This design comes from an exercise in tuning for small area, a short achievable clock period and few clock cycles per item on the open sky130 flow, not from production work. In this exercise RTL edits were held to simulation tests only and were not proved equivalent to the original.

Design fc_edge, start of the top module:
module fc_edge (
    input  wire        clk,
    input  wire        rst,         
    input  wire        in_valid,
    output wire        in_ready,
    input  wire [2:0]  n_cells,     
    input  wire [2:0]  rot,         
    input  wire [10:0] minp,        
    input  wire [15:0] u_a,         
    input  wire [15:0] u_b,         
    input  wire [95:0] trim,        
    output reg         out_valid,
    output reg  [95:0] on_code,     
    output reg  [95:0] off_code,
    output reg  [3:0]  clip,        
    output reg  [2:0]  nssat        
);
Size in the first run: roughly 350 I/O pins, roughly 75000 µm² of cells after synthesis.
export LEC_CHECK = 0
export CAP_MARGIN = 20
export CORE_MARGIN = 2
export CORE_UTILIZATION = 40
export PLACE_DENSITY = 0.6
export SLEW_MARGIN = 20
create_clock -name core_clock -period 30.0 [get_ports {clk}]
run.sh (not shown) runs the stock make flow with config.mk's settings and CLKGATE_MAP_FILE= SYNTH_SCRIPT=/design/flow/synth_recipe.tcl, a recipe that flattens the netlist after the stock synthesis.
Testbench counts at the start, summed over its fixed seeds: cycles 24,024, items 24,000.
Edit:
--- a/flow/design.v
+++ b/flow/design.v
@@ -78,15 +78,15 @@
     assign w4_b = lo_b ? 21'd0 : hi_b ? 21'd1638400 : rb[20:0];
     assign clips = {lo_b | hi_b, lo_a | hi_a};
 endmodule
 module fc_cell_q (
     input  wire        [20:0] w4_a,
     input  wire        [20:0] w4_b,
     input  wire        [10:0] minp,
-    input  wire        [15:0] maxw1,     
+    input  wire        [15:0] maxw,      
     input  wire        [15:0] centre,
     input  wire        [19:0] m1,        
     input  wire        [7:0]  r2,        
     output wire        [15:0] on_code,
     output wire        [15:0] off_code,
     output wire        [19:0] m1_next,
     output wire        [7:0]  r2_next,
@@ -103,23 +103,19 @@
                        .s(t1s), .c(t1c));
     fc_csa #(25) u_t2 (.x(t1s), .y(t1c), .z({17'h1FFFF, ~r2}), .s(t2s), .c(t2c));
     fc_add #(25) u_t (.a(t2s), .b(t2c), .ci(1'b1), .s(t));
     wire [16:0] th = t[24:8];
     wire [8:0]  tl = {1'b0, t[7:0]} + {1'b0, r_a};
     wire        c8  = tl[8];
     wire [7:0]  r_b = tl[7:0];
-    wire [24:0] l1s, l1c, l2s, l2c, h1s, h1c, h2s, h2c, dl, dh;
-    fc_csa #(25) u_l1 (.x(t2s), .y(t2c), .z({6'h3F, ~minp, 8'hFF}), .s(l1s), .c(l1c));
-    fc_csa #(25) u_l2 (.x(l1s), .y({l1c[24:1], 1'b1}), .z({17'd0, r_a}), .s(l2s), .c(l2c));
-    fc_add #(25) u_lo (.a(l2s), .b(l2c), .ci(1'b1), .s(dl));
-    fc_csa #(25) u_h1 (.x(t2s), .y(t2c), .z({1'b1, ~maxw1, 8'hFF}), .s(h1s), .c(h1c));
-    fc_csa #(25) u_h2 (.x(h1s), .y({h1c[24:1], 1'b1}), .z({17'd0, r_a}), .s(h2s), .c(h2c));
-    fc_add #(25) u_hi (.a(h2s), .b(h2c), .ci(1'b1), .s(dh));
-    wire lo = dl[24];
-    wire hi = ~dh[24];
+    wire [17:0] dl, dh;
+    fc_add #(18) u_lo (.a({th[16], th}), .b({7'h7F, ~minp}), .ci(1'b1), .s(dl));
+    fc_add #(18) u_hi (.a({2'd0, maxw}), .b(~{th[16], th}), .ci(1'b1), .s(dh));
+    wire lo = c8 ? (dl[17] & ~&dl) : dl[17];
+    wire hi = c8 ? (dh[17] | ~|dh) : dh[17];
     wire signed [16:0] ts = th;
     wire rb_hi = r_b > 8'd128;
     wire rb_lo = r_b < 8'd128;
     wire sl_hi0 = (ts > 17'sd1024)  | ((ts == 17'sd1024)  & rb_hi);
     wire sl_hi1 = (ts > 17'sd1023)  | ((ts == 17'sd1023)  & rb_hi);
     wire sl_lo0 = (ts < -17'sd1024) | ((ts == -17'sd1024) & rb_lo);
     wire sl_lo1 = (ts < -17'sd1025) | ((ts == -17'sd1025) & rb_lo);
@@ -241,15 +237,15 @@
     always @(posedge clk) begin
         v1    <= v0 & ~rst;
         p1    <= p0;
         last1 <= p0 | ~two0;
         n1    <= n0;
         rot1  <= rot0;
         minp1 <= minp0;
-        maxw1 <= 16'd51201 - {5'd0, minp0};
+        maxw1 <= 16'd51200 - {5'd0, minp0};
         clip1 <= {clip_bits, ~p0 & (ub_hi | ub_lo), ~p0 & (ua_hi | ua_lo)};
         for (k = 0; k < 4; k = k + 1) begin
             w_a1[k] <= cw_a[k];
             w_b1[k] <= cw_b[k];
         end
     end
     reg rst1;
@@ -276,19 +272,19 @@
                     end
                 end
             end
             wire        pass = (j < 2) & p1;
             wire [15:0] centre = ctab[{pass, n1, rot1}];
             wire [2:0]  cidx   = pass ? j + 4 : j;
             assign q_act[j] = (cidx < n1) && !(j >= 2 && p1);
-            wire [19:0] m1 = m1_q[j];
-            wire [7:0]  r2 = r2_q[j];
+            wire [19:0] m1 = pass ? m1_q[j+4] : m1_q[j];
+            wire [7:0]  r2 = pass ? r2_q[j+4] : r2_q[j];
             fc_cell_q u_q (
                 .w4_a(w_a1[j]), .w4_b(w_b1[j]),
-                .minp(minp1), .maxw1(maxw1), .centre(centre),
+                .minp(minp1), .maxw(maxw1), .centre(centre),
                 .m1(m1), .r2(r2),
                 .on_code(q_on[j]), .off_code(q_off[j]),
                 .m1_next(q_m1[j]), .r2_next(q_r2[j]), .sat(q_sat[j])
             );
         end
     endgenerate
     wire [5:0] sat_bits = {2'b00, q_sat[3] & q_act[3], q_sat[2] & q_act[2],
@@ -303,22 +299,22 @@
         if (rst1) begin
             for (k = 0; k < 6; k = k + 1) begin
                 m1_q[k] <= 20'd128;
                 r2_q[k] <= 8'd128;
             end
         end else if (v1) begin
             for (k = 0; k < 4; k = k + 1) begin
-                if (k < 2 && !(last1 && !p1)) begin
-                    m1_q[k]   <= m1_q[k+4];
-                    r2_q[k]   <= r2_q[k+4];
-                    m1_q[k+4] <= q_act[k] ? q_m1[k] : m1_q[k];
-                    r2_q[k+4] <= q_act[k] ? q_r2[k] : r2_q[k];
-                end else if (q_act[k]) begin
-                    m1_q[k] <= q_m1[k];
-                    r2_q[k] <= q_r2[k];
+                if (q_act[k]) begin
+                    if (k < 2 && p1) begin
+                        m1_q[k+4] <= q_m1[k];
+                        r2_q[k+4] <= q_r2[k];
+                    end else begin
+                        m1_q[k] <= q_m1[k];
+                        r2_q[k] <= q_r2[k];
+                    end
                 end
             end
         end
         if (v1) begin
             for (k = 0; k < 4; k = k + 1) begin
                 if (!p1) begin
                     on_code[16*k +: 16]  <= q_act[k] ? q_on[k]  : 16'hFFFF;
Final cell count shrinks by 6.3%. Core utilization grows by 0.35 points. First-iteration DRC count falls by 12%. Setup slack degrades by 1800 ps. Die area decreases by 7.2%. Hold slack gains 15 ps. Via count decreases by 7.8%. Routed wire length went down by 7.8%. Fmax went down by 15%.
Testbench counts after the change, summed over its fixed seeds: cycles 24,024, items 24,000.

-- what the ideal ports hide --
How much do the figures lean on ideal ports? The routed layouts below were timed once more, with nothing changed but the port constraints.
Step 1, drivers: a clkbuf_16 drives clk and a buf_2 each remaining input, both assumed.
Step 2 moves the port delays by t, midway between the first and last clock arrival at a register: inputs arrive t later, outputs are due t later. That takes back most of the time a late clock gives input paths.
Slacks: ideal ports / drivers / drivers and shift; pairs: ideal ports / drivers.
run	t, ns	slack for setup (ns)	worst setup path after step 2
the first run	0.828	20.225 / 20.225 / 20.225	register to register
the second run	0.796	18.456 / 18.456 / 18.456	register to register
After both steps setup and hold are still met in every run listed.
